Background: an optimization exercise with open tools, aiming at small area. Do not read the settings as production practice. Function was checked by simulation only, so behaviour that the tests miss may differ from the original.

## flow/constraint.sdc

```tcl
create_clock -name core_clock -period 36.0 [get_ports {clk}]
set_input_delay 7.2000 -clock core_clock [delete_from_list [all_inputs] [get_ports {clk}]]
set_output_delay 7.2000 -clock core_clock [all_outputs]
set_load 0.01 [all_outputs]
```

## flow/run.sh

```bash
#!/bin/bash
# synth_recipe.tcl (not shown) runs the flow's synth.tcl, then flattens the netlist and writes it again
# the make line also repeats each setting of config.mk as NAME=value (left out here)
make -C /OpenROAD-flow-scripts/flow DESIGN_CONFIG=/design/flow/config.mk WORK_HOME=/design/flow/orfs CLKGATE_MAP_FILE= SYNTH_SCRIPT=/design/flow/synth_recipe.tcl finish
```

## flow/config.mk

```make
export PLATFORM = sky130hd
export DESIGN_NAME = lh8_sched_port
export DESIGN_NICKNAME = lh8_sched_port
export VERILOG_FILES = /design/flow/design.v
export SDC_FILE = /design/flow/constraint.sdc
export NUM_CORES = 4
export LEC_CHECK = 0
export CAP_MARGIN = 20
export CORE_MARGIN = 2
export CORE_UTILIZATION = 40
export SLEW_MARGIN = 20
```

## flow/design.v

```verilog
module lh8_charge (
    input  wire       unit,       
    input  wire [7:0] ovh,        
    input  wire [6:0] vlen,
    input  wire       first,
    input  wire       last,
    input  wire [7:0] sf,         
    output wire [7:0] bytes,      
    output wire [7:0] sf_next
);
    wire signed [9:0] b_first = $signed({3'b000, vlen}) + $signed({{2{ovh[7]}}, ovh});
    wire signed [9:0] b_next  = $signed({3'b000, vlen}) - $signed({2'b00, sf});
    wire signed [9:0] b       = first ? b_first : b_next;
    wire              neg     = b[9];
    wire signed [9:0] nb      = -b;
    assign bytes   = unit ? 8'd128 : (neg ? 8'd0 : b[7:0]);
    assign sf_next = unit ? sf : ((neg && !last) ? nb[7:0] : 8'd0);
endmodule
module lh8_shaper #(
    parameter [31:0] RST_CFG   = 32'h0003_0D40,
    parameter [31:0] RST_BURST = 32'h0000_0100
) (
    input  wire               clk,
    input  wire               rst,
    input  wire               tick,
    input  wire               apply,
    input  wire [31:0]        cfg_w,      
    input  wire [31:0]        burst_w,    
    input  wire               chg_en,
    input  wire [7:0]         chg_bytes,
    output reg                en,
    output reg                unit,
    output reg  [7:0]         ovh,
    output reg  signed [37:0] tok,
    output wire               permit
);
    reg [17:0] rate;
    reg [15:0] burst;
    function [37:0] cap_of;
        input [15:0] bf;
        reg   [16:0] units;
        begin
            units  = (bf == 16'd0) ? 17'h1_0000 : {1'b0, bf};
            cap_of = units * 38'd2048000;    
        end
    endfunction
    wire signed [38:0] cap     = $signed({1'b0, cap_of(burst)});
    wire signed [38:0] acc     = tok + $signed({21'd0, rate});
    wire signed [38:0] t1      = tick ? ((acc > cap) ? cap : acc) : {tok[37], tok};
    wire signed [38:0] chg     = $signed({18'd0, chg_bytes}) * 39'sd8000;
    wire signed [38:0] sub     = t1 - chg;
    wire signed [38:0] t2      = chg_en ? ((sub < -cap) ? -cap : sub) : t1;
    wire        new_tokrst = cfg_w[30];
    wire [37:0] new_cap    = cap_of(burst_w[15:0]);
    assign permit = !en || !tok[37];
    always @(posedge clk) begin
        if (rst) begin
            en    <= RST_CFG[31];
            unit  <= RST_CFG[29];
            rate  <= RST_CFG[17:0];
            ovh   <= RST_BURST[31:24];
            burst <= RST_BURST[15:0];
            tok   <= $signed(cap_of(RST_BURST[15:0]));
        end else if (apply) begin
            en    <= cfg_w[31];
            unit  <= cfg_w[29];
            rate  <= cfg_w[17:0];
            ovh   <= burst_w[31:24];
            burst <= burst_w[15:0];
            tok   <= new_tokrst ? 38'sd0 : $signed(new_cap);
        end else begin
            tok   <= t2[37:0];
        end
    end
endmodule
module lh8_sched_port (
    input  wire        clk,
    input  wire        rst,
    input  wire        tick,         
    input  wire        slot,         
    input  wire [7:0]  q_valid,      
    input  wire [7:0]  q_more,       
    input  wire [7:0]  cls_ok,       
    input  wire [55:0] hd_vlen,      
    input  wire [7:0]  hd_first,     
    input  wire [7:0]  hd_last,      
    input  wire        cfg_we,
    input  wire [1:0]  cfg_addr,     
    input  wire [31:0] cfg_wdata,
    input  wire        rd_en,
    input  wire [3:0]  rd_sel,
    output wire        deq_valid,
    output wire [2:0]  deq_tc,
    output reg         apply_ack,
    output reg         apply_bad,
    output reg  [31:0] rd_data
);
    reg [31:0] stg_cfg;
    reg [31:0] stg_burst;
    reg [31:0] dwrr_w;
    wire       wr_apply = cfg_we && (cfg_addr == 2'd2);
    wire [3:0] ap_idx   = cfg_wdata[3:0];
    wire [17:0] stg_rate = stg_cfg[17:0];
    wire       ap_ok    = (stg_rate != 18'd0) && (stg_rate <= 18'd200000) &&
                          (ap_idx <= 4'd8) &&
                          !((ap_idx == 4'd6 || ap_idx == 4'd7) && stg_cfg[31]);
    always @(posedge clk) begin
        if (rst) begin
            stg_cfg   <= 32'h0003_0D40;
            stg_burst <= 32'h0000_0100;
            dwrr_w    <= 32'h4020_1008;
            apply_ack <= 1'b0;
            apply_bad <= 1'b0;
        end else begin
            if (cfg_we && cfg_addr == 2'd0) stg_cfg   <= cfg_wdata & 32'hE003_FFFF;
            if (cfg_we && cfg_addr == 2'd1) stg_burst <= cfg_wdata & 32'hFF00_FFFF;
            if (cfg_we && cfg_addr == 2'd3) dwrr_w    <= cfg_wdata;
            apply_ack <= wr_apply;
            apply_bad <= wr_apply && !ap_ok;
        end
    end
    wire [8:0]  sh_en, sh_unit, sh_permit, sh_apply, sh_chg;
    wire [7:0]  sh_ovh  [0:8];
    wire signed [37:0] sh_tok [0:8];
    wire [7:0]  sh_bytes [0:8];
    genvar gi;
    generate
        for (gi = 0; gi < 9; gi = gi + 1) begin : g_sh
            localparam [31:0] RC = (gi == 5) ? 32'hA000_C350 :    
                                   (gi == 8) ? 32'h2003_0D40 :    
                                               32'h0003_0D40;
            localparam [31:0] RB = (gi == 5) ? 32'h0000_0400 : 32'h0000_0100;
            assign sh_apply[gi] = wr_apply && ap_ok && (ap_idx == gi);
            lh8_shaper #(.RST_CFG(RC), .RST_BURST(RB)) u_sh (
                .clk(clk), .rst(rst), .tick(tick),
                .apply(sh_apply[gi]), .cfg_w(stg_cfg), .burst_w(stg_burst),
                .chg_en(sh_chg[gi]), .chg_bytes(sh_bytes[gi]),
                .en(sh_en[gi]), .unit(sh_unit[gi]), .ovh(sh_ovh[gi]),
                .tok(sh_tok[gi]), .permit(sh_permit[gi])
            );
        end
    endgenerate
    wire [7:0] rdy = q_valid & cls_ok;
    wire [7:0] elig;
    assign elig[7] = rdy[7];
    assign elig[6] = rdy[6];
    generate
        for (gi = 0; gi < 6; gi = gi + 1) begin : g_el
            assign elig[gi] = rdy[gi] && sh_permit[8] && sh_permit[gi];
        end
    endgenerate
    reg  [2:0] cur;        
    reg        open;
    reg signed [23:0] dc [1:4];
    wire [2:0] n1 = (cur == 3'd1) ? 3'd4 : cur - 3'd1;
    wire [2:0] n2 = (n1  == 3'd1) ? 3'd4 : n1  - 3'd1;
    wire [2:0] n3 = (n2  == 3'd1) ? 3'd4 : n2  - 3'd1;
    wire [2:0] n4 = cur;
    reg        found;
    reg [2:0]  sel;
    reg        new_turn;
    always @(*) begin
        found    = 1'b1;
        sel      = 3'd0;
        new_turn = 1'b0;
        if (elig[7])                    sel = 3'd7;
        else if (elig[6])               sel = 3'd6;
        else if (elig[5])               sel = 3'd5;
        else if (open && elig[cur])     sel = cur;
        else if (elig[n1]) begin        sel = n1; new_turn = 1'b1; end
        else if (elig[n2]) begin        sel = n2; new_turn = 1'b1; end
        else if (elig[n3]) begin        sel = n3; new_turn = 1'b1; end
        else if (elig[n4]) begin        sel = n4; new_turn = 1'b1; end
        else if (elig[0])               sel = 3'd0;
        else                            found = 1'b0;
    end
    wire send = slot && found;
    assign deq_valid = send;
    assign deq_tc    = send ? sel : 3'd0;
    wire [6:0] s_vlen  = hd_vlen[sel*7 +: 7];
    wire       s_first = hd_first[sel];
    wire       s_last  = hd_last[sel];
    reg  [7:0] sf_q [0:7];    
    reg  [7:0] sf_p [0:7];    
    wire [7:0] q_bytes, q_sf_next, p_bytes, p_sf_next;
    lh8_charge u_qchg (
        .unit(sh_unit[{1'b0, sel}]), .ovh(sh_ovh[{1'b0, sel}]), .vlen(s_vlen),
        .first(s_first), .last(s_last), .sf(sf_q[sel]),
        .bytes(q_bytes), .sf_next(q_sf_next)
    );
    lh8_charge u_pchg (
        .unit(sh_unit[8]), .ovh(sh_ovh[8]), .vlen(s_vlen),
        .first(s_first), .last(s_last), .sf(sf_p[sel]),
        .bytes(p_bytes), .sf_next(p_sf_next)
    );
    generate
        for (gi = 0; gi < 8; gi = gi + 1) begin : g_chg
            assign sh_chg[gi]   = send && (sel == gi);
            assign sh_bytes[gi] = q_bytes;
        end
    endgenerate
    assign sh_chg[8]   = send;
    assign sh_bytes[8] = p_bytes;
    integer i;
    always @(posedge clk) begin
        if (rst) begin
            for (i = 0; i < 8; i = i + 1) begin
                sf_q[i] <= 8'd0;
                sf_p[i] <= 8'd0;
            end
        end else if (send) begin
            sf_q[sel] <= q_sf_next;
            sf_p[sel] <= p_sf_next;
        end
    end
    wire [1:0] q_idx   = sel[1:0] - 2'd1;
    wire [7:0] q_field = dwrr_w[q_idx*8 +: 8];
    wire [15:0] quantum = {1'b0, ((q_field == 8'd0) ? 8'd1 : q_field), 7'd0};
    reg signed [23:0] dc_cur;
    always @(*) begin
        case (sel)
            3'd1:    dc_cur = dc[1];
            3'd2:    dc_cur = dc[2];
            3'd3:    dc_cur = dc[3];
            3'd4:    dc_cur = dc[4];
            default: dc_cur = 24'sd0;
        endcase
    end
    wire signed [24:0] dc_add  = $signed({dc_cur[23], dc_cur}) +
                                 (new_turn ? $signed({9'd0, quantum}) : 25'sd0);
    wire signed [23:0] dc_sat  = (dc_add > 25'sd8388607) ? 24'sd8388607 : dc_add[23:0];
    wire [7:0]         dw_chg  = sh_en[{1'b0, sel}] ? q_bytes : {1'b0, s_vlen};
    wire signed [23:0] dc_new  = dc_sat - $signed({16'd0, dw_chg});
    wire               is_dw   = (sel >= 3'd1) && (sel <= 3'd4);
    always @(posedge clk) begin
        if (rst) begin
            cur  <= 3'd4;
            open <= 1'b0;
            for (i = 1; i <= 4; i = i + 1) dc[i] <= 24'sd0;
        end else begin
            for (i = 1; i <= 4; i = i + 1) begin
                if (!q_valid[i]) begin
                    dc[i] <= 24'sd0;
                    if ({29'd0, cur} == i) open <= 1'b0;
                end
            end
            if (send && is_dw) begin
                if (new_turn) cur <= sel;
                if (dc_new <= 24'sd0 || !q_more[sel]) open <= 1'b0;
                else if (new_turn) open <= 1'b1;
                case (sel)
                    3'd1:    dc[1] <= q_more[1] ? dc_new : 24'sd0;
                    3'd2:    dc[2] <= q_more[2] ? dc_new : 24'sd0;
                    3'd3:    dc[3] <= q_more[3] ? dc_new : 24'sd0;
                    default: dc[4] <= q_more[4] ? dc_new : 24'sd0;
                endcase
            end
        end
    end
    wire signed [37:0] rt    = sh_tok[rd_sel];
    wire               rneg  = rt[37];
    wire [37:0]        rmag  = rneg ? -rt : rt;
    wire [37:0]        rq    = (rmag + (rneg ? 38'd7999 : 38'd0)) / 38'd8000;
    wire [31:0]        rbyte = rneg ? -rq[31:0] : rq[31:0];
    reg [31:0] rd_mux;
    always @(*) begin
        case (rd_sel)
            4'd9:    rd_mux = stg_cfg;
            4'd10:   rd_mux = stg_burst;
            4'd11:   rd_mux = dwrr_w;
            4'd12:   rd_mux = {{8{dc[1][23]}}, dc[1]};
            4'd13:   rd_mux = {{8{dc[2][23]}}, dc[2]};
            4'd14:   rd_mux = {{8{dc[3][23]}}, dc[3]};
            4'd15:   rd_mux = {{8{dc[4][23]}}, dc[4]};
            default: rd_mux = rbyte;
        endcase
    end
    always @(posedge clk) begin
        if (rst)        rd_data <= 32'd0;
        else if (rd_en) rd_data <= rd_mux;
    end
endmodule
```

==> summary.txt <==
==> worst reg2reg max path, delay by kind of cell (launching register included) <==
| family | cells | cell delay [ps] |
|---|---|---|
| compound gates | 33 | 9720 |
| xor+xnor | 5 | 1210 |
| fa+ha+maj | 3 | 970 |
| buf+inv | 4 | 1290 |
| flops | 1 | 1080 |
| mux | 8 | 3330 |
| simple gates | 31 | 9200 |
==> through the flow <==
step           cell area, um2  util, %  hold slack (ps)
5_1_grt                141000     43.9              464
6_report               141000     43.9              454
4_1_cts                141000     43.9              452
3_5_place_dp           136000     42.3              444
3_3_place_gp           136000     42.3              438
2_1_floorplan          129000        -              433
==> sequential cells by signal (all words and copies together), names as in the netlist <==
register and flops:
apply_ack 1, apply_bad 1, cur 3, dc 96
dwrr_w 32, g_sh.u_sh.burst 144, g_sh.u_sh.en 9, g_sh.u_sh.ovh 72
g_sh.u_sh.rate 162, g_sh.u_sh.tok 342, g_sh.u_sh.unit 9, open 1
rd_data 32, sf_p 64, sf_q 64, stg_burst 24
stg_cfg 21
==> cells by family (layout without fill, tap and decap cells) <==
kind of cell             count (synthesis)  in the layout
AND/OR/NAND/NOR                       5015           5015
AO/OA/AOI/OAI                         4287           4287
buffers and inverters                 2378           2317
adder cells (fa/ha/maj)               2112           2112
XOR/XNOR                              1237           1237
flip-flops                            1077           1077
multiplexers                           335            335
other                                    2             54
==> what timing repair did <==
action	CTS	global route
endpoints found under the setup margin	0	13
hold buffers	0	0
gates resized for setup	0	7
==> how the worst max path moves through the flow <==
stage,start,end,slack (ps),depth (start not counted)
after floorplan,rd_sel[2],rd_data[22],7010,105
after global placement,rd_sel[0],rd_data[22],1000,80
after detailed placement,rd_sel[0],rd_data[22],1020,81
after CTS,rd_sel[0],rd_data[22],1810,81
after global routing,rd_sel[1],rd_data[22],20,89
final,rd_sel[0],rd_data[22],2290,84
==> placed cells by master, fill, tap and decap left out, types with 44 or more instances in the layout <==
master,count
o21bai_1,291
nand2_1,1883
a31oi_1,96
xnor2_1,771
nor4_1,59
o21a_1,54
ha_1,1478
fa_1,628
a21oi_1,1538
nand3_1,389
a211oi_1,195
and3_1,176
buf_4,278
a22o_1,65
o2bb2ai_1,60
clkbuf_16,148
or3_1,64
o22ai_1,106
nand2b_1,191
mux2i_1,228
and2_1,80
nor3_1,188
nor2b_1,195
a21o_1,317
nor2_1,1315
clkdlybuf4s50_1,170
o211ai_1,96
a22oi_1,281
nand3b_1,45
edfxtp_1,128
a221oi_1,70
xor2_1,444
o21ai_0,622
diode_2,44
mux2_2,55
inv_1,1579
dfxtp_1,927
nand4_1,156
==> layout make-up <==
cell class	instances	area (um2)	share of cell area, %
diodes	44	110	0.0782
inverters	1594	6000	4.26
flip-flops and latches	1077	22900	16.2
repair buffers	460	3990	2.83
multi-input cells	12996	97400	69.1
clock buffers	189	4080	2.90
well taps	4305	5390	3.82
clock inverters	74	1070	0.757
==> metal layers <==
layer	track usage, %	vias to the layer above
li1	-	56791
met1	44.3	59376
met2	49.1	5494
met3	5.79	980
met4	14.3	20
met5	0	-
==> results.py <==
metrics = {
    "worst_setup_path": {
        "worst_r2r_startpoint": "g_sh[1].u_sh.tok[37]",
        "worst_ep_arrival_time_ps": 34380,
        "rr_endpoint": "rd_data[22]",
        "cpPeakStageDelay_ps": 740,
        "timing_worst_setup_path_type": "in -> reg",
        "worst_ep_required_time_ps": 36670,
        "timing.reg2reg.worst_path_depth": 84,
        "crit_path_max_fanout": 48,
        "worst_setup_path_end_kind": "register",
        "slowest_stage": "clkinv_1",
        "reg2reg_setup_slack_ps": 9040,
        "timing.critical_path.from_type": "primary input",
        "path_buf_inv": 6,
        "critPathTopFamily": "simple AND/OR/NAND/NOR gates",
    },
    "sta": {
        "rsz0062_at_grt": "no",
        "final_total_negative_setup_slack_ps": 0,
        "hold_viol_final": 0,
        "final-max-slew-violation-count": 0,
        "highest_attainable_clock_frequency_mhz": 29.7,
        "clock-skew-final_ps": 126,
        "post-route-worst-setup-slack_ps": 2290,
        "post-route-period-util_pct": 93.6,
        "fin_crit_ps": 33710,
        "setup-violations-final": 0,
        "rel_slew_slack_pct": 21.0,
        "tightest_slew_ps": 1180,
    },
    "cells_and_area": {
        "drive_above_1_share_pct": 5.64,
        "fin_cells": 20739,
        "nFillCells": 32534,
        "final_nets": 18523,
        "areaGrowthSynthToFinish_pct": 9.44,
    },
    "clock_tree": {
        "cts.reportedPaths.clkPinSlew_ps": 60,
        "clock_buffer_depth": 4,
        "post_cts_buffers": 0,
        "clock_tree_from_tritoncts": "built",
        "cts_inserted_buffers": 148,
        "htree_levels": 4,
        "clk_root_buffer_cell": "clkbuf_16",
        "worst_skew_late_latency_ps": 910,
        "cts.sink_count": 1077,
    },
    "min_path": {
        "holdCritStartpoint": "g_sh[3].u_sh.ovh[4]",
        "holdPathEnd": "g_sh[3].u_sh.ovh[4]",
        "whs_path_depth": 2,
        "hp-class": "reg -> reg",
    },
    "synthesis": {
        "synth-seq-area-share_pct": 17.7,
        "synthDominantCellAreaShare_pct": 14.8,
        "yosysMostFrequentCell": "nand2_1",
        "synth_simple_gate_area_share_pct": 17.9,
        "synth-seq-cells": 1077,
        "synth.cells.most_frequent": "nand2_1, inv_1, a21oi_1",
        "primary_ff_master_synth": "dfxtp_1",
        "synth_top_cells_by_area": "dfxtp_1, ha_1, fa_1",
        "yosysTopAreaCell": "dfxtp_1",
        "postSynthAreaPerCell_um2": 7.83,
        "number_of_unique_standard_cell_types_used_by_synthesis": 153,
        "synth-edff-count": 128,
        "synth_mux_area_share_pct": 3.03,
        "compound_gate_fraction_of_synth_area_pct": 21.5,
        "synthArstFlopShare_pct": 0,
        "largest_family_of_logic_cells_by_synthesized_area": "adder cells",
        "syn_inst": 16443,
        "warnings_synthesis": 6,
        "post_synth_instance_area_mm2": 0.129,
        "synth_fa_ha_area_share_pct": 24.2,
        "synthesized_area_fraction_occupied_by_xor_and_xnor_cells_pct": 8.45,
    },
    "global_route": {
        "gr-usage-all-layers_pct": 32.2,
        "via_count_of_the_first_global_routing_pass": 114160,
        "number_of_antenna_violations_at_the_first_check_in_global_routing": 71,
        "globalRouteOverflowTotal": 0,
        "grt_first_pass_wirelength_um": 783000,
        "pin_count_of_the_biggest_net_entering_global_routing": 112,
    },
    "placed_design": {
        "post-place-cells": 20430,
        "dp_hpwl_um": 408000,
        "routabilityCongestion": 1.04,
        "port-buffer-count": 177,
        "place_ws_ps": 1020,
    },
    "drt": {
        "post_dr_vias_cell": 5.91,
        "antenna_violating_nets_post_route": 0,
        "length_of_the_first_detailed_routing_pass_in_iterations": 6,
        "route.detailed.wl_per_inst_um": 26.1,
        "dr_wl_met3_um": 52600,
        "dr.first_iter.drc_count": 14771,
        "maxUsedRoutingLayer": "met5",
        "wl_met1_um": 231000,
        "wl_met2_um": 231000,
        "wirelength_um": 542000,
        "route.detailed.drc": 0,
        "detailroute.via_count": 122661,
    },
    "floorplanning": {
        "die_h_um": 571,
        "core.rowCount": 208,
        "die_width_um": 571,
        "ios": 178,
        "design.die.area_mm2": 0.326,
        "core_region_area_mm2": 0.321,
        "initial_cell_density_of_the_core_pct": 40.1,
    },
    "run_status": {
        "run_status": "timing/DRC/antenna clean",
    },
    "run": {
        "cap_violations": 0,
    },
}

==> re-timing with driven ports <==
The flow's constraints put no driver on any port. The routed layout listed below was extracted and timed again, unchanged, in two steps.
Step 1: set_driving_cell puts a clkbuf_16 on clk and a buf_2 on each other input, an assumption about the parent block.
Step 2 moves the port delays by t, midway between the first and last clock arrival at a register: inputs arrive t later, outputs are due t later. That takes back most of the time a late clock gives input paths.
a / b / c = no drivers / after step 1 / after step 2; a / b = the first two.
t, ns: 0.973
setup slack, ns: 2.291 / 2.333 / 1.360
worst setup path after step 2: input to register
latest minus earliest clock arrival (ns): 0.127 / 0.126
cell pins on the clock port's net: 1
After both steps setup and hold are still met in this run. The setup slack of this run moves by +0.042 ns with the drivers and by -0.931 ns with both steps.
